What follows belongs to an exercise in optimizing a design on an open flow for small area, a short achievable clock period and few clock cycles; a production flow would make more cautious choices. Only simulation tests tie the RTL to the original design; equivalence was not proved. Power figures rest on the tool's default switching activity, not on a simulated workload.

==> flow/design.v <==
module chk_unit (
    input  wire        clk,
    input  wire        rst,
    input  wire        job_valid,
    output wire        job_ready,
    input  wire [31:0] job_cmd,
    input  wire [23:0] job_len,
    input  wire        in_valid,
    output wire        in_ready,
    input  wire [63:0] in_data,
    output reg         res_valid,
    output reg         res_refused,
    output reg  [2:0]  res_refuse_code,
    output reg  [31:0] res_result,
    output reg  [3:0]  res_code,
    output reg  [15:0] res_acount,
    output reg         res_copy,
    output reg  [47:0] res_tail,
    output reg  [2:0]  res_tail_len,
    input  wire        reg_wr,
    input  wire        reg_rd,
    input  wire [15:0] reg_addr,
    input  wire [31:0] reg_wdata,
    output reg  [31:0] reg_rdata
);
    localparam OP_COMPUTE = 2'd0;
    localparam OP_APPEND  = 2'd1;
    localparam OP_CHECK   = 2'd2;
    localparam CODE_DONE     = 4'd2;
    localparam CODE_MISMATCH = 4'd3;
    localparam CODE_REPEAT   = 4'd4;
    localparam CODE_JUMP     = 4'd5;
    integer n;
    reg [31:0] ctx_state [0:15];
    reg [1:0]  ctx_poly  [0:15];
    reg [15:0] ctx_valid;
    reg [15:0] ach_tx  [0:15];
    reg [7:0]  ach_win [0:15];
    reg [15:0] ach_rx  [0:15];
    reg [15:0] ach_rxv;
    reg [15:0] txd, wnd, rxd;
    reg [31:0] cnt_jobs, cnt_mismatch, cnt_alive_err, cnt_refused;
    function [31:0] sat_inc;
        input [31:0] c;
        sat_inc = (c[30:0] == 31'h7FFF_FFFF) ? {1'b1, c[30:0]} : c + 32'd1;
    endfunction
    reg        rdy;
    assign job_ready = rdy;
    assign in_ready  = rdy;
    wire take = job_valid & rdy;
    reg [1:0]  j_op;        
    reg        j_opbad;     
    reg [1:0]  j_poly;
    reg        j_alive, j_resume, j_save;
    reg [3:0]  j_ctx, j_achan;
    reg [23:0] rin;         
    reg        first_pend;  
    reg        take_d;      
    reg [1:0]  nfl;         
    reg [1:0]  c_op;
    reg [1:0]  c_poly;
    reg        c_alive, c_save;
    reg [3:0]  c_ctx, c_achan;
    reg [2:0]  c_rc;
    reg [15:0] c_cnt;
    reg        c_fwd;       
    wire [2:0] j_w = (j_poly[1] == 1'b0) ? 3'd4 : (j_poly[0] ? 3'd1 : 3'd2);
    wire fwd = c_fwd && (c_ctx == j_ctx);
    wire       busy = (nfl != 2'd0);
    wire [3:0] reg_slot = {~reg_addr[6], reg_addr[5:3]};
    wire [3:0] reg_chan = reg_addr[6:3];
    wire [3:0] ix_ctx   = busy ? j_ctx  : reg_slot;
    wire [3:0] ix_tx    = busy ? j_achan : reg_chan;
    wire [3:0] ix_rx    = busy ? c_achan : reg_chan;
    wire [31:0] rd_ctx_state = ctx_state[ix_ctx];
    wire [1:0]  rd_ctx_poly  = ctx_poly[ix_ctx];
    wire        rd_ctx_valid = ctx_valid[ix_ctx];
    wire [1:0]  j_ctx_poly   = ctx_poly[j_ctx];
    wire        j_ctx_valid  = ctx_valid[j_ctx];
    wire [15:0] rd_tx   = txd[ix_tx] ? ach_tx[ix_tx] : 16'd0;
    wire [7:0]  rd_win0 = wnd[ix_rx] ? ach_win[ix_rx] : 8'd8;
    wire [7:0]  rd_win  = (rd_win0 == 8'd0) ? 8'd1 : rd_win0;
    wire [15:0] rd_rx   = rxd[ix_rx] ? ach_rx[ix_rx] : 16'd0;
    wire        rd_rxv  = rxd[ix_rx] & ach_rxv[ix_rx];
    wire       slot_ok = fwd ? (c_poly == j_poly)
                             : (j_ctx_valid && j_ctx_poly == j_poly);
    wire [4:0] minlen  = {2'd0, j_w} + (j_alive ? 5'd3 : 5'd1);
    wire       too_short = (rin[23:5] == 19'd0) && (rin[4:0] < minlen);
    wire [2:0] rc = j_opbad                       ? 3'd1 :
                    (j_save && j_op != OP_COMPUTE) ? 3'd2 :
                    (j_resume && !slot_ok)         ? 3'd3 :
                    (j_op == OP_CHECK && too_short) ? 3'd4 : 3'd0;
    wire       app_alive = (j_op == OP_APPEND) && j_alive;
    wire [2:0] lm = rin[2:0];                  
    wire [2:0] l_lo = (j_op == OP_CHECK) ? (lm - j_w) :
                      app_alive          ? (lm + 3'd2) : lm;
    wire [2:0] k_job = 3'd0 - l_lo;
    wire [3:0] m_last = (lm == 3'd0) ? 4'd8 : {1'b0, lm};
    wire dm1 = (j_op == OP_CHECK) && (m_last <= {1'b0, j_w});
    wire dp1 = app_alive && (m_last >= 4'd7);
    wire lastin = (rin[23:4] == 20'd0) && (!rin[3] || rin[2:0] == 3'd0);   
    wire second = !lastin && (rin[23:5] == 19'd0) && (!rin[4] || rin[3:0] == 4'd0);  
    reg [63:0] d_r;         
    reg [63:8] prev;        
    reg        p_v, p_first, p_lastin, p_crc, p_lastcrc, p_ovr, p_rx;
    reg [2:0]  e_k;
    reg [3:0]  e_psel;      
    reg [15:0] e_cnt;       
    reg        e_fcrc, e_frx;
    reg [31:0] e_ss;        
    reg [2:0]  e_rc;        
    reg [31:0] s;           
    reg [15:0] cap_cnt;     
    reg        cap_ok;      
    wire [127:0] cat = {d_r, prev, 8'd0};
    wire [63:0]  fw  = cat[(7'd64 - {1'b0, e_k, 3'd0}) +: 64];
    wire [7:0]   pad = p_first ? (8'hFF << e_k) : 8'hFF;
    reg  [63:0]  wa;
    always @(*) begin
        for (n = 0; n < 8; n = n + 1)
            wa[8*n +: 8] = pad[n] ? fw[8*n +: 8] : 8'd0;
        if (p_ovr)
            wa[63:48] = e_cnt;
    end
    wire [95:0]  sp   = {64'd0, e_ss} << {e_k, 3'd0};
    wire [63:0]  sx   = p_first ? sp[63:0] : {32'd0, s};
    wire [31:0]  sr   = p_first ? sp[95:64] : 32'd0;
    wire [63:0]  w    = wa ^ sx;
    wire [3:0]   psel = e_psel;
    wire [31:0]  t;
    assign t[0] =
        ((w[24] ^ w[25] ^ w[45] ^ w[49] ^ w[50] ^ w[61]) & (psel[3])) ^
        ((w[12] ^ w[15] ^ w[26] ^ w[44]) & (psel[2])) ^
        ((w[7] ^ w[51] ^ w[63]) & (psel[2] | psel[3])) ^
        ((w[6]) & (psel[1])) ^
        ((w[3] ^ w[9] ^ w[20] ^ w[32]) & (psel[1] | psel[3])) ^
        ((w[1] ^ w[4] ^ w[40] ^ w[54]) & (psel[1] | psel[2])) ^
        ((w[14] ^ w[30] ^ w[35]) & (psel[1] | psel[2] | psel[3])) ^
        ((w[41] ^ w[57] ^ w[60]) & (psel[0])) ^
        ((w[13] ^ w[18] ^ w[22] ^ w[28] ^ w[29] ^ w[56]) & (psel[0] | psel[3])) ^
        ((w[0] ^ w[37] ^ w[43]) & (psel[0] | psel[2])) ^
        ((w[2] ^ w[5] ^ w[21] ^ w[46] ^ w[47] ^ w[59]) & (psel[0] | psel[2] | psel[3])) ^
        ((w[34] ^ w[58]) & (psel[0] | psel[1])) ^
        ((w[27] ^ w[38]) & (psel[0] | psel[1] | psel[3])) ^
        ((w[16] ^ w[17] ^ w[19] ^ w[36]) & (psel[0] | psel[1] | psel[2])) ^
        (w[10] ^ w[11] ^ w[33] ^ w[39] ^ w[48] ^ w[52] ^ w[55]);
    assign t[1] =
        ((w[9] ^ w[26] ^ w[62] ^ w[63]) & (psel[3])) ^
        ((w[24] ^ w[32] ^ w[52]) & (psel[2])) ^
        ((w[13] ^ w[27] ^ w[45]) & (psel[2] | psel[3])) ^
        ((w[10] ^ w[21] ^ w[33]) & (psel[1])) ^
        ((w[4] ^ w[7]) & (psel[1] | psel[3])) ^
        ((w[41]) & (psel[1] | psel[2])) ^
        ((w[2] ^ w[5] ^ w[15] ^ w[31] ^ w[36] ^ w[55]) & (psel[1] | psel[2] | psel[3])) ^
        ((w[14] ^ w[29] ^ w[30] ^ w[42] ^ w[58]) & (psel[0])) ^
        ((w[19] ^ w[23] ^ w[57] ^ w[61]) & (psel[0] | psel[3])) ^
        ((w[1] ^ w[3] ^ w[22] ^ w[44] ^ w[47] ^ w[48]) & (psel[0] | psel[2])) ^
        ((w[6] ^ w[38] ^ w[60]) & (psel[0] | psel[2] | psel[3])) ^
        ((w[28] ^ w[39]) & (psel[0] | psel[1])) ^
        ((w[35] ^ w[56] ^ w[59]) & (psel[0] | psel[1] | psel[3])) ^
        ((w[0] ^ w[11] ^ w[17] ^ w[37] ^ w[49]) & (psel[0] | psel[1] | psel[2])) ^
        (w[12] ^ w[18] ^ w[20] ^ w[34] ^ w[40] ^ w[53]);
    assign t[2] =
        ((w[9] ^ w[47] ^ w[51] ^ w[52] ^ w[55]) & (psel[3])) ^
        ((w[14] ^ w[28] ^ w[46] ^ w[53]) & (psel[2])) ^
        ((w[25] ^ w[33]) & (psel[2] | psel[3])) ^
        ((w[5] ^ w[34]) & (psel[1])) ^
        ((w[8] ^ w[11] ^ w[22] ^ w[56]) & (psel[1] | psel[3])) ^
        ((w[3] ^ w[42]) & (psel[1] | psel[2])) ^
        ((w[6] ^ w[16] ^ w[32] ^ w[37]) & (psel[1] | psel[2] | psel[3])) ^
        ((w[15] ^ w[20] ^ w[31] ^ w[43] ^ w[48]) & (psel[0])) ^
        ((w[24] ^ w[30] ^ w[58] ^ w[59] ^ w[62]) & (psel[0] | psel[3])) ^
        ((w[4] ^ w[7] ^ w[23] ^ w[39] ^ w[61]) & (psel[0] | psel[2])) ^
        ((w[2] ^ w[45] ^ w[49]) & (psel[0] | psel[2] | psel[3])) ^
        ((w[29] ^ w[36] ^ w[57] ^ w[60]) & (psel[0] | psel[1] | psel[3])) ^
        ((w[1] ^ w[12] ^ w[13] ^ w[21] ^ w[35]) & (psel[0] | psel[1] | psel[2])) ^
        (w[0] ^ w[18] ^ w[19] ^ w[38] ^ w[40] ^ w[41] ^ w[50] ^ w[54]);
    assign t[3] =
        ((w[11] ^ w[18] ^ w[27] ^ w[28] ^ w[45] ^ w[48] ^ w[53] ^ w[56]) & (psel[3])) ^
        ((w[15] ^ w[54]) & (psel[2])) ^
        ((w[26] ^ w[29] ^ w[34] ^ w[47]) & (psel[2] | psel[3])) ^
        ((w[0] ^ w[6] ^ w[9]) & (psel[1])) ^
        ((w[12] ^ w[23] ^ w[35] ^ w[57]) & (psel[1] | psel[3])) ^
        ((w[4] ^ w[7] ^ w[33] ^ w[38] ^ w[43]) & (psel[1] | psel[2])) ^
        ((w[17]) & (psel[1] | psel[2] | psel[3])) ^
        ((w[16] ^ w[25] ^ w[32] ^ w[44] ^ w[59] ^ w[63]) & (psel[0])) ^
        ((w[21] ^ w[31] ^ w[40] ^ w[49] ^ w[60]) & (psel[0] | psel[3])) ^
        ((w[3] ^ w[8] ^ w[46] ^ w[50] ^ w[62]) & (psel[0] | psel[2])) ^
        ((w[5] ^ w[24]) & (psel[0] | psel[2] | psel[3])) ^
        ((w[30] ^ w[61]) & (psel[0] | psel[1])) ^
        ((w[37] ^ w[58]) & (psel[0] | psel[1] | psel[3])) ^
        ((w[20] ^ w[36] ^ w[39] ^ w[51] ^ w[55]) & (psel[0] | psel[1] | psel[2])) ^
        (w[1] ^ w[2] ^ w[13] ^ w[14] ^ w[19] ^ w[22] ^ w[41] ^ w[42]);
    assign t[4] =
        ((w[22] ^ w[35] ^ w[41] ^ w[49] ^ w[54]) & (psel[3])) ^
        ((w[47] ^ w[60]) & (psel[2])) ^
        ((w[12] ^ w[30]) & (psel[2] | psel[3])) ^
        ((w[0] ^ w[1] ^ w[24] ^ w[44] ^ w[52]) & (psel[1])) ^
        ((w[2] ^ w[38] ^ w[43] ^ w[59]) & (psel[1] | psel[3])) ^
        ((w[7] ^ w[21] ^ w[37] ^ w[56]) & (psel[1] | psel[2])) ^
        ((w[8]) & (psel[1] | psel[2] | psel[3])) ^
        ((w[9] ^ w[26] ^ w[45] ^ w[51]) & (psel[0])) ^
        ((w[16] ^ w[19] ^ w[25] ^ w[27] ^ w[28] ^ w[29] ^ w[50] ^ w[57] ^ w[61]) & (psel[0] | psel[3])) ^
        ((w[4] ^ w[11] ^ w[48] ^ w[55] ^ w[63]) & (psel[0] | psel[2])) ^
        ((w[6] ^ w[32] ^ w[46]) & (psel[0] | psel[2] | psel[3])) ^
        ((w[10] ^ w[31] ^ w[34] ^ w[62]) & (psel[0] | psel[1])) ^
        ((w[13] ^ w[15] ^ w[18] ^ w[58]) & (psel[0] | psel[1] | psel[3])) ^
        ((w[5] ^ w[39] ^ w[40]) & (psel[0] | psel[1] | psel[2])) ^
        (w[3] ^ w[14] ^ w[20] ^ w[23] ^ w[36] ^ w[42]);
    assign t[5] =
        ((w[10] ^ w[17] ^ w[23] ^ w[27] ^ w[42] ^ w[46] ^ w[52] ^ w[56] ^ w[58]) & (psel[3])) ^
        ((w[33] ^ w[47]) & (psel[2])) ^
        ((w[5] ^ w[31] ^ w[61]) & (psel[2] | psel[3])) ^
        ((w[1] ^ w[3] ^ w[16] ^ w[53] ^ w[59]) & (psel[1])) ^
        ((w[11] ^ w[19] ^ w[25] ^ w[44] ^ w[45]) & (psel[1] | psel[3])) ^
        ((w[9] ^ w[21] ^ w[41]) & (psel[1] | psel[2])) ^
        ((w[8] ^ w[37] ^ w[43]) & (psel[1] | psel[2] | psel[3])) ^
        ((w[20] ^ w[30] ^ w[34] ^ w[51] ^ w[55]) & (psel[0])) ^
        ((w[0] ^ w[18] ^ w[26] ^ w[36] ^ w[62]) & (psel[0] | psel[3])) ^
        ((w[7] ^ w[12] ^ w[13]) & (psel[0] | psel[2])) ^
        ((w[48] ^ w[49]) & (psel[0] | psel[2] | psel[3])) ^
        ((w[14] ^ w[39]) & (psel[0] | psel[1])) ^
        ((w[2] ^ w[35] ^ w[60] ^ w[63]) & (psel[0] | psel[1] | psel[3])) ^
        ((w[6] ^ w[40] ^ w[57]) & (psel[0] | psel[1] | psel[2])) ^
        (w[4] ^ w[15] ^ w[22] ^ w[24] ^ w[32] ^ w[38]);
    assign t[6] =
        ((w[20] ^ w[36] ^ w[37] ^ w[53]) & (psel[3])) ^
        ((w[13] ^ w[58]) & (psel[2])) ^
        ((w[0] ^ w[9] ^ w[16] ^ w[33] ^ w[39] ^ w[62]) & (psel[2] | psel[3])) ^
        ((w[30] ^ w[52]) & (psel[1])) ^
        ((w[12] ^ w[19] ^ w[26] ^ w[27] ^ w[45]) & (psel[1] | psel[3])) ^
        ((w[32] ^ w[41] ^ w[42]) & (psel[1] | psel[2])) ^
        ((w[5] ^ w[6] ^ w[44]) & (psel[1] | psel[2] | psel[3])) ^
        ((w[17] ^ w[29] ^ w[31] ^ w[40]) & (psel[0])) ^
        ((w[3] ^ w[8] ^ w[18] ^ w[28] ^ w[43] ^ w[47] ^ w[57] ^ w[59] ^ w[63]) & (psel[0] | psel[3])) ^
        ((w[10]) & (psel[0] | psel[2])) ^
        ((w[38] ^ w[49] ^ w[50]) & (psel[0] | psel[2] | psel[3])) ^
        ((w[2] ^ w[15] ^ w[35] ^ w[55] ^ w[60]) & (psel[0] | psel[1])) ^
        ((w[1] ^ w[11] ^ w[46] ^ w[48] ^ w[61]) & (psel[0] | psel[1] | psel[3])) ^
        ((w[7] ^ w[14] ^ w[22] ^ w[34]) & (psel[0] | psel[1] | psel[2])) ^
        (w[23] ^ w[25]);
    assign t[7] =
        ((w[19] ^ w[29] ^ w[48] ^ w[54] ^ w[58] ^ w[60]) & (psel[3])) ^
        ((w[11] ^ w[14]) & (psel[2])) ^
        ((w[1] ^ w[39] ^ w[63]) & (psel[2] | psel[3])) ^
        ((w[0] ^ w[16] ^ w[31] ^ w[36] ^ w[53] ^ w[56]) & (psel[1])) ^
        ((w[2] ^ w[20] ^ w[47]) & (psel[1] | psel[3])) ^
        ((w[42]) & (psel[1] | psel[2])) ^
        ((w[6] ^ w[7] ^ w[45]) & (psel[1] | psel[2] | psel[3])) ^
        ((w[5] ^ w[22] ^ w[30] ^ w[52] ^ w[55] ^ w[57]) & (psel[0])) ^
        ((w[4] ^ w[9] ^ w[21] ^ w[32] ^ w[37] ^ w[38] ^ w[44]) & (psel[0] | psel[3])) ^
        ((w[59]) & (psel[0] | psel[2])) ^
        ((w[10] ^ w[17] ^ w[34] ^ w[50] ^ w[51]) & (psel[0] | psel[2] | psel[3])) ^
        ((w[3] ^ w[61]) & (psel[0] | psel[1])) ^
        ((w[12] ^ w[13] ^ w[27] ^ w[28] ^ w[46] ^ w[49] ^ w[62]) & (psel[0] | psel[1] | psel[3])) ^
        ((w[15] ^ w[23] ^ w[33] ^ w[35] ^ w[43]) & (psel[0] | psel[1] | psel[2])) ^
        (w[8] ^ w[24] ^ w[26]);
    assign t[8] =
        ((w[2] ^ w[12] ^ w[15]) & (psel[2])) ^
        ((w[1] ^ w[3] ^ w[17] ^ w[21] ^ w[32] ^ w[37] ^ w[54] ^ w[57]) & (psel[1])) ^
        ((w[7] ^ w[8] ^ w[43] ^ w[46] ^ w[48]) & (psel[1] | psel[2])) ^
        ((w[5] ^ w[6] ^ w[10] ^ w[22] ^ w[23] ^ w[31] ^ w[33] ^ w[38] ^ w[39] ^ w[45] ^ w[53] ^ w[58]) & (psel[0])) ^
        ((w[0] ^ w[11] ^ w[18] ^ w[35] ^ w[51] ^ w[52] ^ w[56] ^ w[60]) & (psel[0] | psel[2])) ^
        ((w[4] ^ w[13] ^ w[14] ^ w[16] ^ w[28] ^ w[29] ^ w[47] ^ w[50] ^ w[62] ^ w[63]) & (psel[0] | psel[1])) ^
        ((w[9] ^ w[24] ^ w[25] ^ w[27] ^ w[34] ^ w[36] ^ w[44]) & (psel[0] | psel[1] | psel[2]));
    assign t[9] =
        ((w[0] ^ w[9] ^ w[10] ^ w[57]) & (psel[2])) ^
        ((w[5] ^ w[8] ^ w[11] ^ w[20] ^ w[29] ^ w[34] ^ w[39]) & (psel[1])) ^
        ((w[3] ^ w[19] ^ w[28] ^ w[36] ^ w[37] ^ w[44] ^ w[49] ^ w[52]) & (psel[1] | psel[2])) ^
        ((w[7] ^ w[14] ^ w[21] ^ w[23] ^ w[24] ^ w[30] ^ w[33] ^ w[38] ^ w[41] ^ w[43] ^ w[55] ^ w[56] ^ w[58] ^ w[60]) & (psel[0])) ^
        ((w[12] ^ w[13] ^ w[35] ^ w[53] ^ w[61]) & (psel[0] | psel[2])) ^
        ((w[2] ^ w[6] ^ w[15] ^ w[16] ^ w[18] ^ w[22] ^ w[27] ^ w[32] ^ w[40] ^ w[51] ^ w[54] ^ w[63]) & (psel[0] | psel[1])) ^
        ((w[1] ^ w[25] ^ w[26] ^ w[45] ^ w[47]) & (psel[0] | psel[1] | psel[2]));
    assign t[10] =
        ((w[4] ^ w[13] ^ w[20] ^ w[27]) & (psel[2])) ^
        ((w[12] ^ w[28] ^ w[34] ^ w[39] ^ w[41]) & (psel[1])) ^
        ((w[1] ^ w[2] ^ w[32] ^ w[36] ^ w[45] ^ w[46] ^ w[50] ^ w[53]) & (psel[1] | psel[2])) ^
        ((w[0] ^ w[3] ^ w[5] ^ w[8] ^ w[15] ^ w[18] ^ w[24] ^ w[25] ^ w[31] ^ w[42] ^ w[43] ^ w[44] ^ w[47] ^ w[60] ^ w[61]) & (psel[0])) ^
        ((w[38] ^ w[62]) & (psel[0] | psel[2])) ^
        ((w[7] ^ w[21] ^ w[23]) & (psel[0] | psel[1])) ^
        ((w[10] ^ w[11] ^ w[14] ^ w[26] ^ w[29] ^ w[37] ^ w[54] ^ w[58]) & (psel[0] | psel[1] | psel[2]));
    assign t[11] =
        ((w[5] ^ w[14] ^ w[21] ^ w[28]) & (psel[2])) ^
        ((w[13] ^ w[29] ^ w[35] ^ w[40] ^ w[42]) & (psel[1])) ^
        ((w[2] ^ w[3] ^ w[33] ^ w[37] ^ w[46] ^ w[47] ^ w[51] ^ w[54]) & (psel[1] | psel[2])) ^
        ((w[0] ^ w[1] ^ w[4] ^ w[6] ^ w[9] ^ w[16] ^ w[19] ^ w[25] ^ w[26] ^ w[32] ^ w[43] ^ w[44] ^ w[45] ^ w[48] ^ w[61] ^ w[62]) & (psel[0])) ^
        ((w[39] ^ w[63]) & (psel[0] | psel[2])) ^
        ((w[8] ^ w[22] ^ w[24]) & (psel[0] | psel[1])) ^
        ((w[11] ^ w[12] ^ w[15] ^ w[27] ^ w[30] ^ w[38] ^ w[55] ^ w[59]) & (psel[0] | psel[1] | psel[2]));
    assign t[12] =
        ((w[6] ^ w[15] ^ w[24] ^ w[32]) & (psel[2])) ^
        ((w[14] ^ w[16] ^ w[30] ^ w[56]) & (psel[1])) ^
        ((w[3] ^ w[4] ^ w[13] ^ w[28] ^ w[39] ^ w[60]) & (psel[1] | psel[2])) ^
        ((w[1] ^ w[7] ^ w[11] ^ w[18] ^ w[19] ^ w[20] ^ w[21] ^ w[26] ^ w[37] ^ w[44] ^ w[45] ^ w[49] ^ w[57] ^ w[58] ^ w[59] ^ w[62] ^ w[63]) & (psel[0])) ^
        ((w[0] ^ w[22] ^ w[29] ^ w[40]) & (psel[0] | psel[2])) ^
        ((w[9] ^ w[23] ^ w[25] ^ w[36] ^ w[41] ^ w[43]) & (psel[0] | psel[1])) ^
        ((w[12] ^ w[31] ^ w[34] ^ w[38] ^ w[47] ^ w[48] ^ w[52] ^ w[55]) & (psel[0] | psel[1] | psel[2]));
    assign t[13] =
        ((w[2] ^ w[9] ^ w[27] ^ w[41] ^ w[46] ^ w[51] ^ w[60]) & (psel[2])) ^
        ((w[10] ^ w[31] ^ w[37]) & (psel[1])) ^
        ((w[4] ^ w[13] ^ w[14] ^ w[15] ^ w[39] ^ w[40] ^ w[48] ^ w[56] ^ w[61]) & (psel[1] | psel[2])) ^
        ((w[0] ^ w[20] ^ w[28] ^ w[45] ^ w[47] ^ w[50] ^ w[55] ^ w[63]) & (psel[0])) ^
        ((w[1] ^ w[8] ^ w[11] ^ w[12] ^ w[16] ^ w[18] ^ w[23] ^ w[30] ^ w[33] ^ w[34] ^ w[36] ^ w[43] ^ w[52]) & (psel[0] | psel[2])) ^
        ((w[17] ^ w[24] ^ w[26] ^ w[35] ^ w[42] ^ w[57]) & (psel[0] | psel[1])) ^
        ((w[5] ^ w[29] ^ w[32] ^ w[44] ^ w[49] ^ w[53]) & (psel[0] | psel[1] | psel[2]));
    assign t[14] =
        ((w[2] ^ w[3] ^ w[8] ^ w[13] ^ w[17] ^ w[19] ^ w[34] ^ w[37] ^ w[42] ^ w[61]) & (psel[2])) ^
        ((w[18] ^ w[27] ^ w[32] ^ w[36] ^ w[40] ^ w[43] ^ w[58]) & (psel[1])) ^
        ((w[14] ^ w[15] ^ w[33] ^ w[49] ^ w[62]) & (psel[1] | psel[2])) ^
        ((w[1] ^ w[22] ^ w[39] ^ w[51] ^ w[55] ^ w[59] ^ w[60]) & (psel[0])) ^
        ((w[0] ^ w[9] ^ w[10] ^ w[12] ^ w[24] ^ w[28] ^ w[31] ^ w[35] ^ w[44] ^ w[47] ^ w[52] ^ w[53]) & (psel[0] | psel[2])) ^
        ((w[11] ^ w[16] ^ w[25] ^ w[38]) & (psel[0] | psel[1])) ^
        ((w[5] ^ w[6] ^ w[30] ^ w[41] ^ w[45] ^ w[50] ^ w[54] ^ w[57]) & (psel[0] | psel[1] | psel[2]));
    assign t[15] =
        ((w[0] ^ w[3] ^ w[4] ^ w[9] ^ w[14] ^ w[18] ^ w[20] ^ w[35] ^ w[38] ^ w[43] ^ w[62]) & (psel[2])) ^
        ((w[19] ^ w[28] ^ w[33] ^ w[37] ^ w[41] ^ w[44] ^ w[59]) & (psel[1])) ^
        ((w[15] ^ w[16] ^ w[34] ^ w[50] ^ w[63]) & (psel[1] | psel[2])) ^
        ((w[2] ^ w[23] ^ w[40] ^ w[48] ^ w[52] ^ w[56] ^ w[60] ^ w[61]) & (psel[0])) ^
        ((w[1] ^ w[10] ^ w[11] ^ w[13] ^ w[25] ^ w[29] ^ w[32] ^ w[36] ^ w[45] ^ w[53] ^ w[54]) & (psel[0] | psel[2])) ^
        ((w[12] ^ w[17] ^ w[26] ^ w[39]) & (psel[0] | psel[1])) ^
        ((w[6] ^ w[7] ^ w[31] ^ w[42] ^ w[46] ^ w[51] ^ w[55] ^ w[58]) & (psel[0] | psel[1] | psel[2]));
    assign t[16] =
        ((w[1] ^ w[4] ^ w[6] ^ w[9] ^ w[10] ^ w[19] ^ w[29] ^ w[36] ^ w[39] ^ w[42] ^ w[45] ^ w[48] ^ w[51] ^ w[58] ^ w[60]) & (psel[1])) ^
        ((w[2] ^ w[12] ^ w[24] ^ w[26] ^ w[27] ^ w[32] ^ w[37] ^ w[40] ^ w[41] ^ w[46] ^ w[49] ^ w[52] ^ w[53] ^ w[57] ^ w[61] ^ w[62]) & (psel[0])) ^
        ((w[3] ^ w[7] ^ w[8] ^ w[11] ^ w[13] ^ w[14] ^ w[18] ^ w[30] ^ w[33] ^ w[43] ^ w[47] ^ w[54] ^ w[55] ^ w[56] ^ w[59]) & (psel[0] | psel[1]));
    assign t[17] =
        ((w[0] ^ w[2] ^ w[5] ^ w[7] ^ w[10] ^ w[11] ^ w[20] ^ w[30] ^ w[37] ^ w[40] ^ w[43] ^ w[46] ^ w[49] ^ w[52] ^ w[59] ^ w[61]) & (psel[1])) ^
        ((w[3] ^ w[13] ^ w[25] ^ w[27] ^ w[28] ^ w[33] ^ w[38] ^ w[41] ^ w[42] ^ w[47] ^ w[50] ^ w[53] ^ w[54] ^ w[58] ^ w[62] ^ w[63]) & (psel[0])) ^
        ((w[4] ^ w[8] ^ w[9] ^ w[12] ^ w[14] ^ w[15] ^ w[19] ^ w[31] ^ w[34] ^ w[44] ^ w[48] ^ w[55] ^ w[56] ^ w[57] ^ w[60]) & (psel[0] | psel[1]));
    assign t[18] =
        ((w[1] ^ w[3] ^ w[5] ^ w[6] ^ w[8] ^ w[10] ^ w[12] ^ w[13] ^ w[16] ^ w[31] ^ w[44] ^ w[50] ^ w[53] ^ w[56] ^ w[57] ^ w[58] ^ w[62]) & (psel[1])) ^
        ((w[0] ^ w[2] ^ w[4] ^ w[14] ^ w[17] ^ w[18] ^ w[19] ^ w[22] ^ w[26] ^ w[27] ^ w[33] ^ w[36] ^ w[37] ^ w[42] ^ w[46] ^ w[51] ^ w[52] ^ w[54] ^ w[63]) & (psel[0])) ^
        ((w[9] ^ w[11] ^ w[15] ^ w[20] ^ w[21] ^ w[32] ^ w[35] ^ w[38] ^ w[41] ^ w[45] ^ w[47] ^ w[49] ^ w[60] ^ w[61]) & (psel[0] | psel[1]));
    assign t[19] =
        ((w[4] ^ w[6] ^ w[7] ^ w[9] ^ w[10] ^ w[14] ^ w[16] ^ w[21] ^ w[22] ^ w[32] ^ w[33] ^ w[36] ^ w[39] ^ w[45] ^ w[46] ^ w[48] ^ w[51] ^ w[54] ^ w[63]) & (psel[1])) ^
        ((w[1] ^ w[3] ^ w[15] ^ w[20] ^ w[23] ^ w[29] ^ w[41] ^ w[53] ^ w[56] ^ w[60]) & (psel[0])) ^
        ((w[0] ^ w[2] ^ w[11] ^ w[12] ^ w[13] ^ w[17] ^ w[42] ^ w[50] ^ w[57] ^ w[58] ^ w[59] ^ w[61] ^ w[62]) & (psel[0] | psel[1]));
    assign t[20] =
        ((w[5] ^ w[6] ^ w[7] ^ w[8] ^ w[9] ^ w[15] ^ w[19] ^ w[20] ^ w[22] ^ w[23] ^ w[27] ^ w[32] ^ w[35] ^ w[36] ^ w[37] ^ w[38] ^ w[39] ^ w[46] ^ w[47] ^ w[48] ^ w[49]) & (psel[1])) ^
        ((w[0] ^ w[1] ^ w[2] ^ w[3] ^ w[14] ^ w[21] ^ w[24] ^ w[42] ^ w[57] ^ w[58] ^ w[61]) & (psel[0])) ^
        ((w[4] ^ w[12] ^ w[13] ^ w[16] ^ w[18] ^ w[30] ^ w[43] ^ w[51] ^ w[54] ^ w[59] ^ w[60] ^ w[62] ^ w[63]) & (psel[0] | psel[1]));
    assign t[21] =
        ((w[5] ^ w[7] ^ w[8] ^ w[13] ^ w[23] ^ w[24] ^ w[30] ^ w[32] ^ w[35] ^ w[49] ^ w[50] ^ w[54] ^ w[58] ^ w[60]) & (psel[1])) ^
        ((w[10] ^ w[14] ^ w[15] ^ w[16] ^ w[18] ^ w[25] ^ w[29] ^ w[33] ^ w[36] ^ w[38] ^ w[39] ^ w[41] ^ w[46] ^ w[48] ^ w[56] ^ w[57] ^ w[62]) & (psel[0])) ^
        ((w[0] ^ w[1] ^ w[3] ^ w[4] ^ w[11] ^ w[21] ^ w[27] ^ w[28] ^ w[31] ^ w[34] ^ w[37] ^ w[44] ^ w[47] ^ w[61] ^ w[63]) & (psel[0] | psel[1]));
    assign t[22] =
        ((w[2] ^ w[3] ^ w[5] ^ w[8] ^ w[11] ^ w[16] ^ w[17] ^ w[19] ^ w[20] ^ w[22] ^ w[24] ^ w[25] ^ w[28] ^ w[29] ^ w[31] ^ w[34] ^ w[39] ^ w[50] ^ w[51] ^ w[54] ^ w[58] ^ w[61]) & (psel[1])) ^
        ((w[1] ^ w[4] ^ w[13] ^ w[15] ^ w[18] ^ w[21] ^ w[26] ^ w[32] ^ w[33] ^ w[35] ^ w[36] ^ w[41] ^ w[42] ^ w[43] ^ w[46] ^ w[49] ^ w[55] ^ w[56] ^ w[60] ^ w[63]) & (psel[0])) ^
        ((w[10] ^ w[12] ^ w[27] ^ w[30] ^ w[40] ^ w[45] ^ w[52] ^ w[59] ^ w[62]) & (psel[0] | psel[1]));
    assign t[23] =
        ((w[0] ^ w[3] ^ w[4] ^ w[6] ^ w[9] ^ w[11] ^ w[12] ^ w[13] ^ w[20] ^ w[23] ^ w[25] ^ w[26] ^ w[28] ^ w[30] ^ w[32] ^ w[35] ^ w[40] ^ w[41] ^ w[46] ^ w[51] ^ w[60] ^ w[62]) & (psel[1])) ^
        ((w[10] ^ w[14] ^ w[38] ^ w[39] ^ w[42] ^ w[44] ^ w[48] ^ w[50] ^ w[58] ^ w[61]) & (psel[0])) ^
        ((w[17] ^ w[18] ^ w[21] ^ w[29] ^ w[31] ^ w[52] ^ w[53] ^ w[55] ^ w[59] ^ w[63]) & (psel[0] | psel[1]));
    assign t[24] =
        ((w[3] ^ w[6] ^ w[7] ^ w[9] ^ w[11] ^ w[12] ^ w[18] ^ w[20] ^ w[22] ^ w[24] ^ w[26] ^ w[31] ^ w[35] ^ w[39] ^ w[42] ^ w[56] ^ w[60] ^ w[61] ^ w[63]) & (psel[1])) ^
        ((w[0] ^ w[2] ^ w[10] ^ w[15] ^ w[27] ^ w[28] ^ w[30] ^ w[32] ^ w[33] ^ w[36] ^ w[37] ^ w[45] ^ w[46] ^ w[49] ^ w[51] ^ w[52] ^ w[54] ^ w[57] ^ w[62]) & (psel[0])) ^
        ((w[5] ^ w[13] ^ w[16] ^ w[17] ^ w[21] ^ w[29] ^ w[34] ^ w[38] ^ w[40] ^ w[41] ^ w[47] ^ w[48] ^ w[53] ^ w[55] ^ w[58]) & (psel[0] | psel[1]));
    assign t[25] =
        ((w[7] ^ w[8] ^ w[9] ^ w[12] ^ w[13] ^ w[20] ^ w[21] ^ w[23] ^ w[25] ^ w[43] ^ w[57] ^ w[61] ^ w[62]) & (psel[1])) ^
        ((w[6] ^ w[14] ^ w[17] ^ w[28] ^ w[29] ^ w[30] ^ w[31] ^ w[35] ^ w[37] ^ w[39] ^ w[46] ^ w[47] ^ w[48] ^ w[50] ^ w[53] ^ w[54] ^ w[63]) & (psel[0])) ^
        ((w[1] ^ w[3] ^ w[11] ^ w[16] ^ w[18] ^ w[22] ^ w[33] ^ w[34] ^ w[38] ^ w[41] ^ w[42] ^ w[49] ^ w[52] ^ w[55] ^ w[56] ^ w[58] ^ w[59]) & (psel[0] | psel[1]));
    assign t[26] =
        ((w[0] ^ w[2] ^ w[8] ^ w[9] ^ w[14] ^ w[17] ^ w[19] ^ w[24] ^ w[26] ^ w[34] ^ w[39] ^ w[43] ^ w[44] ^ w[56] ^ w[57] ^ w[59] ^ w[60] ^ w[62] ^ w[63]) & (psel[1])) ^
        ((w[5] ^ w[7] ^ w[11] ^ w[15] ^ w[16] ^ w[27] ^ w[28] ^ w[30] ^ w[31] ^ w[32] ^ w[33] ^ w[37] ^ w[40] ^ w[41] ^ w[46] ^ w[49] ^ w[51] ^ w[52] ^ w[54]) & (psel[0])) ^
        ((w[4] ^ w[10] ^ w[12] ^ w[13] ^ w[21] ^ w[22] ^ w[23] ^ w[35] ^ w[42] ^ w[50] ^ w[53] ^ w[58]) & (psel[0] | psel[1]));
    assign t[27] =
        ((w[4] ^ w[15] ^ w[18] ^ w[19] ^ w[25] ^ w[30] ^ w[39] ^ w[44] ^ w[45] ^ w[48] ^ w[57] ^ w[60] ^ w[61] ^ w[63]) & (psel[1])) ^
        ((w[8] ^ w[11] ^ w[12] ^ w[14] ^ w[28] ^ w[29] ^ w[31] ^ w[36] ^ w[41] ^ w[42] ^ w[47] ^ w[50] ^ w[53] ^ w[54]) & (psel[0])) ^
        ((w[0] ^ w[5] ^ w[6] ^ w[13] ^ w[16] ^ w[17] ^ w[22] ^ w[23] ^ w[24] ^ w[32] ^ w[33] ^ w[34] ^ w[38] ^ w[43] ^ w[51] ^ w[52] ^ w[55] ^ w[59]) & (psel[0] | psel[1]));
    assign t[28] =
        ((w[3] ^ w[4] ^ w[5] ^ w[10] ^ w[11] ^ w[26] ^ w[27] ^ w[31] ^ w[36] ^ w[38] ^ w[45] ^ w[46] ^ w[49] ^ w[61] ^ w[62]) & (psel[1])) ^
        ((w[1] ^ w[6] ^ w[12] ^ w[13] ^ w[14] ^ w[15] ^ w[17] ^ w[29] ^ w[33] ^ w[34] ^ w[35] ^ w[37] ^ w[39] ^ w[42] ^ w[43] ^ w[51] ^ w[52]) & (psel[0])) ^
        ((w[7] ^ w[9] ^ w[18] ^ w[23] ^ w[24] ^ w[25] ^ w[30] ^ w[32] ^ w[44] ^ w[48] ^ w[53] ^ w[54] ^ w[55] ^ w[56] ^ w[60]) & (psel[0] | psel[1]));
    assign t[29] =
        ((w[4] ^ w[5] ^ w[6] ^ w[11] ^ w[12] ^ w[27] ^ w[28] ^ w[32] ^ w[37] ^ w[39] ^ w[46] ^ w[47] ^ w[50] ^ w[62] ^ w[63]) & (psel[1])) ^
        ((w[2] ^ w[7] ^ w[13] ^ w[14] ^ w[15] ^ w[16] ^ w[18] ^ w[30] ^ w[34] ^ w[35] ^ w[36] ^ w[38] ^ w[40] ^ w[43] ^ w[44] ^ w[52] ^ w[53]) & (psel[0])) ^
        ((w[8] ^ w[10] ^ w[19] ^ w[24] ^ w[25] ^ w[26] ^ w[31] ^ w[33] ^ w[45] ^ w[49] ^ w[54] ^ w[55] ^ w[56] ^ w[57] ^ w[61]) & (psel[0] | psel[1]));
    assign t[30] =
        ((w[1] ^ w[4] ^ w[5] ^ w[7] ^ w[10] ^ w[12] ^ w[13] ^ w[28] ^ w[29] ^ w[30] ^ w[47] ^ w[51] ^ w[52] ^ w[63]) & (psel[1])) ^
        ((w[8] ^ w[9] ^ w[11] ^ w[15] ^ w[20] ^ w[27] ^ w[31] ^ w[32] ^ w[34] ^ w[37] ^ w[41] ^ w[44] ^ w[45] ^ w[53] ^ w[55] ^ w[58]) & (psel[0])) ^
        ((w[0] ^ w[3] ^ w[14] ^ w[16] ^ w[17] ^ w[19] ^ w[25] ^ w[26] ^ w[35] ^ w[36] ^ w[39] ^ w[46] ^ w[50] ^ w[54] ^ w[56] ^ w[57] ^ w[62]) & (psel[0] | psel[1]));
    assign t[31] =
        ((w[0] ^ w[2] ^ w[3] ^ w[5] ^ w[8] ^ w[13] ^ w[19] ^ w[29] ^ w[31] ^ w[34] ^ w[39] ^ w[53]) & (psel[1])) ^
        ((w[1] ^ w[4] ^ w[12] ^ w[17] ^ w[20] ^ w[21] ^ w[27] ^ w[28] ^ w[36] ^ w[40] ^ w[42] ^ w[45] ^ w[46] ^ w[55] ^ w[56] ^ w[58] ^ w[59]) & (psel[0])) ^
        ((w[9] ^ w[10] ^ w[15] ^ w[16] ^ w[18] ^ w[26] ^ w[32] ^ w[33] ^ w[35] ^ w[37] ^ w[38] ^ w[47] ^ w[51] ^ w[54] ^ w[57] ^ w[63]) & (psel[0] | psel[1]));
    wire [31:0]  s_next = t ^ sr;
    wire rx_match = e_psel[3] ? (wa[7:0] == ~s[7:0]) :
                    e_psel[2] ? ({wa[7:0], wa[15:8]} == s[15:0]) :
                                (wa[31:0] == ~s);
    wire [31:0] slot_int = (j_poly == 2'd2) ? {16'd0, rd_ctx_state[7:0], rd_ctx_state[15:8]}
                                            : rd_ctx_state;
    wire [31:0] init_int = (j_poly == 2'd3) ? 32'h0000_00FF :
                           (j_poly == 2'd2) ? 32'h0000_FFFF : 32'hFFFF_FFFF;
    wire [31:0] ss_job   = !j_resume ? init_int : (fwd ? s : slot_int);
    reg e0, e1;    
    reg [15:0] cr_rx;    
    reg        cr_rxv;
    reg [7:0]  cr_win;
    reg        inc_pend;   
    wire [31:0] s_ext   = (c_poly == 2'd2) ? {16'd0, s[7:0], s[15:8]} : s;
    wire [31:0] fin_crc = (c_poly == 2'd3) ? {24'd0, s_ext[7:0] ^ 8'hFF} :
                          (c_poly == 2'd2) ? s_ext : ~s_ext;
    wire [2:0]  c_w     = (c_poly[1] == 1'b0) ? 3'd4 : (c_poly[0] ? 3'd1 : 3'd2);
    wire        crc_ok  = cap_ok;
    wire [15:0] rx_dist = cap_cnt - cr_rx;
    wire        c_ref   = (c_rc != 3'd0);
    reg [3:0]  f_code;
    reg        f_copy, f_rxupd;
    reg [47:0] f_tail;
    reg [2:0]  f_tail_len;
    reg [15:0] f_acount;
    always @(*) begin
        f_code     = CODE_DONE;
        f_copy     = 1'b0;
        f_rxupd    = 1'b0;
        f_tail     = 48'd0;
        f_tail_len = 3'd0;
        f_acount   = 16'd0;
        case (c_op)
            OP_APPEND: begin
                f_copy = 1'b1;
                if (c_alive) begin
                    f_acount   = c_cnt;
                    f_tail     = {fin_crc, c_cnt};
                    f_tail_len = c_w + 3'd2;
                end else begin
                    f_tail     = {16'd0, fin_crc};
                    f_tail_len = c_w;
                end
            end
            OP_CHECK: begin
                if (c_alive)
                    f_acount = cap_cnt;
                if (!crc_ok) begin
                    f_code = CODE_MISMATCH;
                end else if (!c_alive || !cr_rxv) begin
                    f_copy  = 1'b1;
                    f_rxupd = c_alive;
                end else if (rx_dist == 16'd0) begin
                    f_code = CODE_REPEAT;
                end else if (rx_dist <= {8'd0, cr_win}) begin
                    f_copy  = 1'b1;
                    f_rxupd = 1'b1;
                end else begin
                    f_code  = CODE_JUMP;
                    f_copy  = 1'b1;
                    f_rxupd = 1'b1;
                end
            end
            default: ;
        endcase
    end
    wire reg_ach = (reg_addr[15:7] == 9'b1000_0000_0);
    wire        rx_upd = e1 && !c_ref && f_rxupd;
    wire        ctx_we = e1 && !c_ref && c_save;
    wire        win_we = reg_wr && reg_ach && !reg_addr[2];
    wire        tx_we  = win_we || inc_pend;
    wire [3:0]  tx_wa  = inc_pend ? j_achan : reg_chan;
    wire [15:0] tx_wd  = inc_pend ? e_cnt + 16'd1 : reg_wdata[15:0];
    wire        rx_we  = (reg_wr && reg_ach && reg_addr[2]) || rx_upd;
    wire [3:0]  rx_wa  = rx_upd ? c_achan : reg_chan;
    wire [15:0] rx_wd  = rx_upd ? cap_cnt : reg_wdata[15:0];
    wire        rxv_wd = rx_upd ? 1'b1 : reg_wdata[16];
    always @(posedge clk) begin
        d_r <= in_data;
        if (p_v)
            prev <= d_r[63:8];
        if (take) begin
            j_op     <= job_cmd[1:0];
            j_opbad  <= job_cmd[2] || job_cmd[1:0] == 2'd3 ||
                        job_cmd[31:21] != 11'd0 || job_cmd[19:16] != 4'd0;
            j_poly   <= job_cmd[4:3];
            j_alive  <= job_cmd[5];
            j_resume <= job_cmd[6];
            j_save   <= job_cmd[7];
            j_ctx    <= job_cmd[11:8];
            j_achan  <= job_cmd[15:12];
            rin      <= job_len;
        end else if (in_valid) begin
            rin[23:3] <= rin[23:3] - 21'd1;
        end
        if (take_d) begin
            e_k    <= k_job;
            e_psel <= 4'b0001 << j_poly;
            e_cnt  <= rd_tx;
            e_fcrc <= dp1;
            e_frx  <= (j_op == OP_CHECK) && !dm1;
            e_ss   <= ss_job;
            e_rc   <= rc;
        end
        if (in_valid) begin
            p_first   <= first_pend;
            p_lastin  <= lastin;
            p_crc     <= !(dm1 && lastin);
            p_lastcrc <= dm1 ? second : (!dp1 && lastin);
            p_ovr     <= app_alive && !dp1 && lastin;
            p_rx      <= dm1 && lastin;
        end else begin
            p_first   <= 1'b0;
            p_lastin  <= 1'b0;
            p_crc     <= e_fcrc;
            p_lastcrc <= e_fcrc;
            p_ovr     <= e_fcrc;
            p_rx      <= e_frx;
        end
        if (p_v && p_crc)
            s <= s_next;
        if (p_v && p_lastcrc)
            cap_cnt <= wa[63:48];
        if (p_v && p_rx)
            cap_ok <= rx_match;
        if (p_v && p_lastin) begin
            c_op    <= j_op;
            c_poly  <= j_poly;
            c_alive <= j_alive;
            c_save  <= j_save;
            c_ctx   <= j_ctx;
            c_achan <= j_achan;
            c_rc    <= e_rc;
            c_cnt   <= e_cnt;
        end
        if (e0) begin
            cr_rx  <= rd_rx;
            cr_rxv <= rd_rxv;
            cr_win <= rd_win;
        end
        res_refused     <= c_ref;
        res_refuse_code <= c_rc;
        res_result      <= c_ref ? 32'd0 : (c_save ? s_ext : fin_crc);
        res_code        <= c_ref ? 4'd0 : f_code;
        res_acount      <= c_ref ? 16'd0 : f_acount;
        res_copy        <= !c_ref && f_copy;
        res_tail        <= c_ref ? 48'd0 : f_tail;
        res_tail_len    <= c_ref ? 3'd0 : f_tail_len;
        for (n = 0; n < 16; n = n + 1) begin
            if (ctx_we && c_ctx == n) begin
                ctx_state[n] <= s_ext;
                ctx_poly[n]  <= c_poly;
            end
            if (tx_we && tx_wa == n)
                ach_tx[n] <= tx_wd;
            if (win_we && reg_chan == n)
                ach_win[n] <= reg_wdata[23:16];
            if (rx_we && rx_wa == n) begin
                ach_rx[n]  <= rx_wd;
                ach_rxv[n] <= rxv_wd;
            end
        end
        if (rst) begin
            rdy        <= 1'b0;
            take_d     <= 1'b0;
            inc_pend   <= 1'b0;
            first_pend <= 1'b0;
            nfl        <= 2'd0;
            p_v        <= 1'b0;
            e0         <= 1'b0;
            e1         <= 1'b0;
            res_valid  <= 1'b0;
            c_fwd      <= 1'b0;
            ctx_valid  <= 16'd0;
            txd        <= 16'd0;
            wnd        <= 16'd0;
            rxd        <= 16'd0;
            cnt_jobs      <= 32'd0;
            cnt_mismatch  <= 32'd0;
            cnt_alive_err <= 32'd0;
            cnt_refused   <= 32'd0;
        end else begin
            rdy    <= 1'b1;
            take_d <= take;
            if (take)
                first_pend <= 1'b1;
            else if (in_valid)
                first_pend <= 1'b0;
            nfl <= nfl + {1'b0, take} - {1'b0, e1};
            p_v <= in_valid || (p_v && p_lastin && (e_fcrc || e_frx));
            e0  <= p_v && p_lastin;
            e1  <= e0;
            res_valid <= e1;
            if (p_v && p_lastin)
                c_fwd <= j_save && (e_rc == 3'd0);
            if (e1) begin
                if (c_ref) begin
                    cnt_refused <= sat_inc(cnt_refused);
                end else begin
                    cnt_jobs <= sat_inc(cnt_jobs);
                    if (f_code == CODE_MISMATCH)
                        cnt_mismatch <= sat_inc(cnt_mismatch);
                    if (f_code == CODE_REPEAT || f_code == CODE_JUMP)
                        cnt_alive_err <= sat_inc(cnt_alive_err);
                end
            end
            inc_pend <= take_d && app_alive && (rc == 3'd0);
            for (n = 0; n < 16; n = n + 1) begin
                if (ctx_we && c_ctx == n)
                    ctx_valid[n] <= 1'b1;
                if (tx_we && tx_wa == n)
                    txd[n] <= 1'b1;
                if (win_we && reg_chan == n)
                    wnd[n] <= 1'b1;
                if (rx_we && rx_wa == n)
                    rxd[n] <= 1'b1;
            end
        end
    end
    wire reg_ctx = (reg_addr[15:6] == 10'h041) ||
                   (reg_addr[15:6] == 10'h042);    
    reg [31:0] rd_val;
    always @(*) begin
        rd_val = 32'd0;
        if (reg_ach) begin
            if (!reg_addr[2])
                rd_val = {8'd0, rd_win, rd_tx};
            else
                rd_val = {15'd0, rd_rxv, rd_rx};
        end else if (reg_ctx) begin
            if (!reg_addr[2])
                rd_val = rd_ctx_valid ? rd_ctx_state : 32'd0;
            else
                rd_val = {23'd0, rd_ctx_valid, 6'd0, rd_ctx_valid ? rd_ctx_poly : 2'd0};
        end else begin
            case (reg_addr[15:2])
                14'h0400: rd_val[8] = busy;
                14'h0402: rd_val = cnt_jobs;
                14'h0403: rd_val = cnt_mismatch;
                14'h0404: rd_val = cnt_alive_err;
                14'h0405: rd_val = cnt_refused;
                default:  rd_val = 32'd0;
            endcase
        end
    end
    always @(posedge clk)
        reg_rdata <= rd_val;
endmodule
==> flow/flow/run.sh <==
#!/bin/bash
# The standard synthesis, unchanged, then the standard flow's own layout steps with
# repair_timing asked for more setup slack than the 20 ns clock needs, so
# that the layout is optimised towards a shorter period.  Each step's full
# output goes to a log file of its own in this folder.
set -euo pipefail
MARGIN=$(cat flow/margin.txt)
bash standard.sh synth > synth.log 2>&1
bash standard.sh SETUP_SLACK_MARGIN="$MARGIN" finish > layout.log 2>&1
==> flow/constraint.sdc <==
create_clock -name core_clock -period 20.0 [get_ports {clk}]
set_input_delay 4.0000 -clock core_clock [delete_from_list [all_inputs] [get_ports {clk}]]
set_output_delay 4.0000 -clock core_clock [all_outputs]
set_load 0.01 [all_outputs]
==> flow/standard.sh <==
#!/bin/bash
# synth_recipe.tcl (not shown) runs the flow's synth.tcl, then flattens the netlist and writes it again
# the make line also repeats each setting of config.mk as NAME=value (left out here)
make -C /OpenROAD-flow-scripts/flow DESIGN_CONFIG=/design/flow/config.mk WORK_HOME=/design/flow/orfs CLKGATE_MAP_FILE= SYNTH_SCRIPT=/design/flow/synth_recipe.tcl "${@:-finish}"
==> flow/config.mk <==
export PLATFORM = sky130hd
export DESIGN_NAME = chk_unit
export DESIGN_NICKNAME = chk_unit
export VERILOG_FILES = /design/flow/design.v
export SDC_FILE = /design/flow/constraint.sdc
export NUM_CORES = 4
export LEC_CHECK = 0
export CAP_MARGIN = 20
export CORE_MARGIN = 2
export CORE_UTILIZATION = 35
export SLEW_MARGIN = 20
==> flow/flow/margin.txt <==
15
==> results of run 1 <==
timing repair:
action                                  4_1_cts  5_1_grt
hold buffers                                  0        0
endpoints found under the setup margin     1531     1296
gates cloned                                 50       22
setup buffers                               540      359
resized for setup                          1989      618
pin swaps                                   376      375
layout by cell type (no fill, tap or decap), drive strengths merged, types with 75 or more instances in the layout:
master	instances
edfxtp	1463
nand3	209
a221oi	118
xnor2	820
a22o	81
a21oi	289
nor2	744
buf	1317
clkinv	75
xor2	434
clkdlybuf4s50	147
clkbuf	290
mux2i	206
mux2	83
nand4	86
dfxtp	412
nand2	571
a22oi	372
inv	120
o21ai	237
stage by stage:
step	hold WS, ns	setup slack [ns]	util (%)	instances	area, µm²
floorplan	0.349	13.66	-	7737	94200
global placement	0.442	11.14	38.7	11333	101000
detailed placement	0.443	11.31	38.7	11333	101000
CTS	0.456	13.92	46.4	12299	122000
global route	0.476	13.67	49.0	12692	129000
finish	0.453	13.65	49.1	12715	129000
power by group through the flow:
stage | sequential, µW | combinational, µW | clock (µW)
6_report | 4740 | 12200 | 3950
5_1_grt | 4730 | 12600 | 4120
4_1_cts | 4740 | 10500 | 3970
3_5_place_dp | 4820 | 9090 | 0
3_3_place_gp | 4820 | 9060 | 0
2_1_floorplan | 4670 | 6480 | 0
registers in the layout, indices dropped and copies added (netlist names), 24 cells and up:
register / count
d_r: 64
ach_tx: 256
reg_rdata: 32
cnt_mismatch: 32
cnt_jobs: 32
cnt_alive_err: 32
cnt_refused: 32
prev: 56
ctx_poly: 32
ctx_state: 512
ach_win: 128
s: 32
rin: 24
res_tail: 48
ach_rx: 256
res_result: 32
e_ss: 32
layout make-up:
| cell class | instances | area [µm²] | share of cell area, % |
|---|---|---|---|
| Multi-Input combinational cell | 5293 | 46800 | 36.4 |
| Timing Repair inverter | 3 | 26.3 | 0.0204 |
| Clock buffer | 263 | 5490 | 4.27 |
| Inverter | 113 | 479 | 0.372 |
| Sequential cell | 1875 | 52400 | 40.7 |
| Clock inverter | 113 | 1480 | 1.15 |
| Timing Repair Buffer | 1509 | 17500 | 13.6 |
| Tap cell | 3515 | 4400 | 3.42 |
| Antenna cell | 31 | 77.6 | 0.0603 |
metal layers:
metal  routed length, µm  track usage, %  vias up  part of all wire (%)
li1                    -               -    31267                     -
met2              191000            46.2     5846                    42
met1              166000            40.0    38766                    37
met3               55300            9.35     1515                    12
met4               40200            22.1       30                   8.9
met5                 200               0        -                 0.044
worst min-delay path by stage:
stage,depth (start not counted),from,to
after CTS,1,first_pend$_SDFFE_PP0P_,p_first$_SDFF_PN0_
after global routing,1,first_pend$_SDFFE_PP0P_,p_first$_SDFF_PN0_
after global placement,2,txd[5]$_SDFFE_PP0P_,txd[5]$_SDFFE_PP0P_
after detailed placement,0,e_rc[0]$_DFFE_PP_,c_rc[0]$_DFFE_PP_
final,1,first_pend$_SDFFE_PP0P_,p_first$_SDFF_PN0_
after floorplan,0,c_rc[2]$_DFFE_PP_,res_refuse_code[2]$_DFF_P_
logic make-up (layout without fill, tap and decap cells):
group	after synthesis	in the layout	synth area share, %
AOI/OAI and AO/OA	1565	1565	12.0
other	1	32	0.00406
xor gates and xnor gates	1293	1293	13.3
buffers and inverters	573	2001	2.77
DFF	1875	1875	56.5
and+or+nand+nor	2033	2037	10.0
muxes	348	348	4.70
adders and majority gates	49	49	0.686
worst reg2reg max path, cell delays in order, from the launching register on:
cell and delay (ns):
edfxtp_1 0.39, buf_12 0.14, clkinvlp_4 0.11, ha_4 0.37, buf_12 0.13, buf_6 0.13
buf_16 0.17, buf_4 0.16, mux2i_1 0.09, mux4_2 0.53, o22ai_4 0.34, xnor2_4 0.21
buf_6 0.29, xor2_2 0.38, xnor3_1 0.43, xnor2_2 0.30, or4b_1 0.49, o221ai_1 0.11
a211oi_2 0.12, xnor2_1 0.19
==> results by group, run 1 <==
Clock tree
  • Root buf cell: clkbuf_16
  • H-tree levels: 4
  • CTS tree: done
  • Worst-Skew Late Latency: approximately 0.90 ns
  • Clk slew on worst S/H paths: around 0.07 ns
  • Clock buffer depth: 3
  • CTS Buf Count: 199
  • CTS Sinks: 1875

Worst setup path
  • Critical path fanouts, max: 16
  • Slowest stage delay, CP: roughly 0.53 ns
  • WP buf/inv: 5
  • CP Capture Point: reg_rdata[16]$_DFF_P_
  • Slowest-stage cell, CP: or4_4
  • Worst EP arrival: approximately 7 ns
  • CP dominant cell by count: buf_12
  • Critical path data required time: between 20 and 25 ns
  • Critical Path Stages: 15
  • CP startpoint: reg_addr[6]
  • RR Startpoint: e_k[1]$_DFFE_PP_
  • Reg2Reg Capture Point: s[11]$_DFFE_PP_
  • R2R depth: 19
  • Kind of critical path: in -> reg
  • R2R Setup Slk: approximately 15 ns
  • Family with the most delay on the worst path: simple AND/OR/NAND/NOR gates
  • Startpoint Class: input port
  • Crit-path cells: buf_12, buf_12, nand2b_4, nor2_4, a21oi_4, buf_12, buf_6, nor2_2, buf_12, a22oi_1, nand3_1, or3_4, or4_4, o41ai_4, a221o_1
  • Critical Path End Type: register

Power
  • Sw Pwr: 8500 µW
  • Worst ir drop on vdd: roughly 0.00015 V
  • P_int: 12400 µW
  • Comb pwr share: between 50 and 60%
  • Clock power frac: roughly a fifth
  • LEAKAGE: around 0.045 µW
  • PwrDens: about 160 mW/mm²
  • Register share of total power: between 20% and 30%
  • Net Sw Frac: around two fifths
  • Power after layout: 20900 µW

Synth
  • Post-synth EDFFs: 1463
  • Fraction of registers with async set/reset: 0%
  • Most frequent cell after synthesis: edfxtp_1
  • Syn_area_per_cell: between 10 and 15 µm²
  • Cell taking the most area after synthesis: edfxtp_1
  • Post-Syn Instances: around 7700
  • #FFs+latches synth: about 1900
  • Yosys warning count: 6
  • Syn_nets: between 7000 and 8000
  • Synth Cell Area: 0.0923 mm²
  • Unique masters post-synth: approximately 110
  • Most frequent cells after synthesis: 1463 x edfxtp_1, 800 x xnor2_1, 742 x nor2_1
  • Top cells by area, synth: edfxtp_1 48%, dfxtp_1 8.9%, xnor2_1 7.6%
  • Seq/Total Area, Yosys: approximately 57%
  • Post-synth top area share: between 40% and 50%
  • Primary FF master, synth: edfxtp_1

Detailed routing
  • Routed via count: between 70000 and 80000
  • Post-route ant nets: 0
  • Drt first pass iters: 9
  • WL per Instance: roughly 36 µm
  • Vias per cell: approximately 6.1
  • Drt initial violations: between 10000 and 15000
  • DRC Markers: 0
  • Drt total wl: roughly 450000 µm

Floorplanning
  • Initial Utilization: a little over a third
  • Rows: between 150 and 200
  • Core area: approximately 0.26 mm²
  • Top-Level Pins: about 320
  • Die W: just over 500 µm
  • Die Span Y: between 500 and 600 µm
  • Die ar.: ~0.27 mm²

GRT
  • Initial antenna violation count: 39
  • Total Routing Usage GR: between 30% and 40%
  • Total grt overflow: 0
  • Pin count of the biggest net entering global routing: 97
  • Global-route wire length before repair: 590000 µm
  • Vias in the first global route: between 70000 and 80000

Placed design
  • Post-DP HPWL: roughly 280000 µm
  • Gpl congestion: roughly 1.0
  • IO Port Bufs: 303

Timing
  • Final TNS setup: 0 ns
  • Fin crit share: between 30% and 40%
  • RSZ-0062 raised after global routing: yes
  • Measured slew at the worst slew-check pin: 1.26 ns
  • Worst Skew: 0.0703 ns
  • Final Critical Period: about 6.3 ns
  • Hold Fails Final Rpt: 0
  • Max_slew headroom: 16.0%
  • Max-slew violations: 0
  • Setup violators final: 0
  • Max Fclk: roughly 160 MHz

Hold path
  • Tightest Hold Check Type: reg -> reg

Layout
  • Fillers: ~22000
  • Synthesis-to-layout area growth: 39.4%
  • Layout cells sized above 1: approximately a third
  • Nets: between 9000 and 10000

Run
  • Max Cap Viol: 0

Outcome
  • Outcome: no timing/DRC/antenna violations
Testbench counts, summed over its fixed seeds: cycles 55,509.
==> inputs of run 2 (changes only) <==
==> flow/flow/margin.txt (replaced) <==
14
--- a/flow/config.mk
+++ b/flow/config.mk
@@ -9,3 +9,4 @@
 export CORE_MARGIN = 2
 export CORE_UTILIZATION = 35
 export SLEW_MARGIN = 20
+export TNS_END_PERCENT = 5
==> results by group, run 2 <==
Placed design
  • Placed cell areas: between 0.1 and 0.15 mm²
  • IO Port Bufs: 303
  • Gpl congestion: 1.05
  • Post-DP HPWL: 274000 µm

Layout
  • Top reg by flops: ctx_state
  • Layout cells sized above 1: between 10% and 20%
  • Most common cell after layout, fill and taps aside: edfxtp_1
  • Final Util: 42.5%
  • Commonest cells after routing, fill and taps aside: 1463 x edfxtp_1, 769 x xnor2_1, 649 x nor2_1
  • Top flop regs: ctx_state (512), ach_rx (256), ach_tx (256)
  • Nets: around 8500
  • Synthesis-to-layout area growth: 20.8%
  • Final Instance Area: between 0.1 and 0.15 mm²
  • Largest register FFs: about 510

Synth
  • Post-Syn Instances: between 7000 and 8000
  • Syn_nets: slightly below 8000
  • #FFs+latches synth: between 1500 and 2000
  • Primary FF master, synth: edfxtp_1
  • Most frequent cells after synthesis: 1463 x edfxtp_1, 800 x xnor2_1, 742 x nor2_1
  • Seq/Total Area, Yosys: a little under three fifths
  • Synth Cell Area: between 0.09 and 0.1 mm²
  • Unique masters post-synth: 112
  • Post-synth EDFFs: between 1000 and 1500
  • Cell taking the most area after synthesis: edfxtp_1
  • Fraction of registers with async set/reset: 0%
  • Most frequent cell after synthesis: edfxtp_1
  • Yosys warning count: 6
  • Syn_area_per_cell: between 10 and 15 µm²
  • Post-synth top area share: a little under half
  • Top cells by area, synth: edfxtp_1 48%, dfxtp_1 8.9%, xnor2_1 7.6%

Hold path
  • Tightest Hold Check Type: reg -> reg

Floorplanning
  • Die ar.: about 0.27 mm²
  • Initial Utilization: 35.2%
  • Die Span Y: between 500 and 600 µm
  • Top-Level Pins: ~320
  • Core area: around 0.26 mm²
  • Die W: about 520 µm
  • Rows: about 190

Detailed routing
  • Post-route ant nets: 0
  • Drt total wl: about 400000 µm
  • Routed via count: ~71000
  • DRC Markers: 0
  • WL per Instance: approximately 34 µm
  • Drt initial violations: 10954
  • Vias per cell: a little under 6
  • Drt first pass iters: 7

Power
  • Power after layout: approximately 18000 µW
  • Worst ir drop on vdd: about 0.00015 V
  • PwrDens: between 150 and 200 mW/mm²
  • LEAKAGE: around 0.038 µW

Timing
  • Max-slew violations: 0
  • Setup violators final: 0
  • Final Critical Period: approximately 6.3 ns
  • Final TNS setup: 0 ns
  • RSZ-0062 raised after global routing: yes
  • Hold Fails Final Rpt: 0
  • Max_slew headroom: between 10% and 20%
  • Fin crit share: about a third
  • Max Fclk: 159 MHz
  • Measured slew at the worst slew-check pin: around 1.3 ns
  • Worst Skew: 0.0853 ns

GRT
  • Total Routing Usage GR: ~29%
  • Vias in the first global route: about 67000
  • Global-route wire length before repair: ~550000 µm
  • Total grt overflow: 0
  • Initial antenna violation count: 42
  • Pin count of the biggest net entering global routing: between 100 and 150

Clock tree
  • Worst-Skew Late Latency: 0.91 ns
  • H-tree levels: 4
  • Root buf cell: clkbuf_16
  • CTS Sinks: 1875
  • Clock buffer depth: 4
  • CTS tree: done
  • CTS Buf Count: a little over 200
  • Number of buffers inserted by hold repair at cts: 0
  • Clk slew on worst S/H paths: 0.06 ns

Worst setup path
  • Startpoint Class: register
  • Worst EP arrival: a little under 7 ns
  • Critical path data required time: between 20 and 25 ns
  • R2R Setup Slk: about 14 ns
  • Critical path fanouts, max: 53
  • Kind of critical path: reg -> reg
  • Critical Path End Type: register

Outcome
  • Outcome: no timing/DRC/antenna violations

Run
  • Max Cap Viol: 0
## run 2: cell counts after synthesis
Identical to the previous run, type by type.
## run 2: critical path, cell delays in order (launching register included)
cell and delay (ns):
edfxtp_1 0.48, buf_12 0.22, inv_2 0.06, buf_12 0.20
ha_4 0.44, buf_4 0.21, buf_4 0.20, buf_16 0.19
mux2i_1 0.37, mux2i_1 0.24, o211ai_1 0.21, a21boi_1 0.14
xor2_1 0.17, buf_4 0.26, xnor2_1 0.71, xor2_1 0.17
xnor2_1 0.17, o21ai_1 0.34, xnor2_1 0.15, xnor2_1 0.15
xnor2_1 0.35, xnor3_1 0.46
## run 2: area by class of cell
class                      instances  area (µm²)
antenna                           13        32.5
tap                             3515        4400
inverter                         113         429
fill                           24065      151000
clock inverter                    98        1020
sequential                      1875       52200
clock buffer                     273        5700
timing repair buffer             749        7490
multi-input combinational       5290       40200
## run 2: logic make-up after synthesis
group	after synthesis	synth area share (%)
flops	1875	56.5
other cells	1	0.00406
xor+xnor	1293	13.3
fa+ha+maj	49	0.686
mux	348	4.70
buf+inv	573	2.77
simple gates	2033	10.0
compound gates	1565	12.0
## run 2: path summary, 6_finish.rpt
check,from,endpoint,depth (start not counted)
worst max register to register,e_k[0]$_DFFE_PP_,s[3]$_DFFE_PP_,21
worst max-delay path,e_k[0]$_DFFE_PP_,s[3]$_DFFE_PP_,21
worst min-delay path,first_pend$_SDFFE_PP0P_,p_first$_SDFF_PN0_,1
worst min register to register,first_pend$_SDFFE_PP0P_,p_first$_SDFF_PN0_,1
## run 2: report_power, final
group	internal [µW]	total (µW)	switching (µW)
registers	4560	4750	180
clock network	2240	3830	1600
logic	4010	9640	5620
## run 2: through the flow
| stage | hold slack, ns | worst slack [ns] | std cells |
|---|---|---|---|
| after global placement | 0.443 | 10.69 | 11379 |
| after floorplan | 0.349 | 13.58 | 7737 |
| after CTS | 0.458 | 13.82 | 11897 |
| after global routing | 0.469 | 13.68 | 11916 |
| final | 0.459 | 13.72 | 11926 |
| after detailed placement | 0.443 | 10.80 | 11379 |
## run 2: per-layer routing
| layer | routed length [µm] | GRT usage [%] |
|---|---|---|
| met5 | 170 | 0 |
| met4 | 32300 | 20.1 |
| met3 | 43500 | 7.14 |
| met2 | 172000 | 42.4 |
| met1 | 155000 | 37.6 |
## run 2: timing repair
action / in CTS / in global routing
pin swaps: 78 / 13
setup buffers: 132 / 12
setup endpoints to repair: 869 / 639
resized for setup: 408 / 36
gates cloned: 15 / 2

==> afterwards: timing with drivers on the ports <==
No port has a modelled driver above. Below, the same layouts with a new extraction and two added sets of constraints. Step 1 (the two cells are an assumption about what drives the block):
set clk [get_ports {clk}]
set_driving_cell -lib_cell sky130_fd_sc_hd__clkbuf_16 $clk
set_driving_cell -lib_cell sky130_fd_sc_hd__buf_2 [delete_from_list [all_inputs] $clk]
Step 2 times the ports against the registers' clock, not the clock port: input delays grow and output delays shrink by t, the midpoint of the rising clock arrivals with the driver on. Slacks: ideal / step 1 / step 2; pairs: ideal / step 1.
| run | t, ns | setup slack, ns | worst setup path at the end | worst slew at a driven data input, ns | cell pins on the clock port's net |
|---|---|---|---|---|---|
| run 1 | 0.971 | 13.651 / 13.590 / 12.620 | input to register | 0.19 | 1 |
| run 2 | 0.965 | 13.716 / 13.708 / 12.747 | input to register | 0.18 | 1 |
After both steps every run listed still meets setup and hold. For run 1, which loses most, drivers alone change the setup slack by -0.061 ns; drivers and shift together by -1.031 ns.
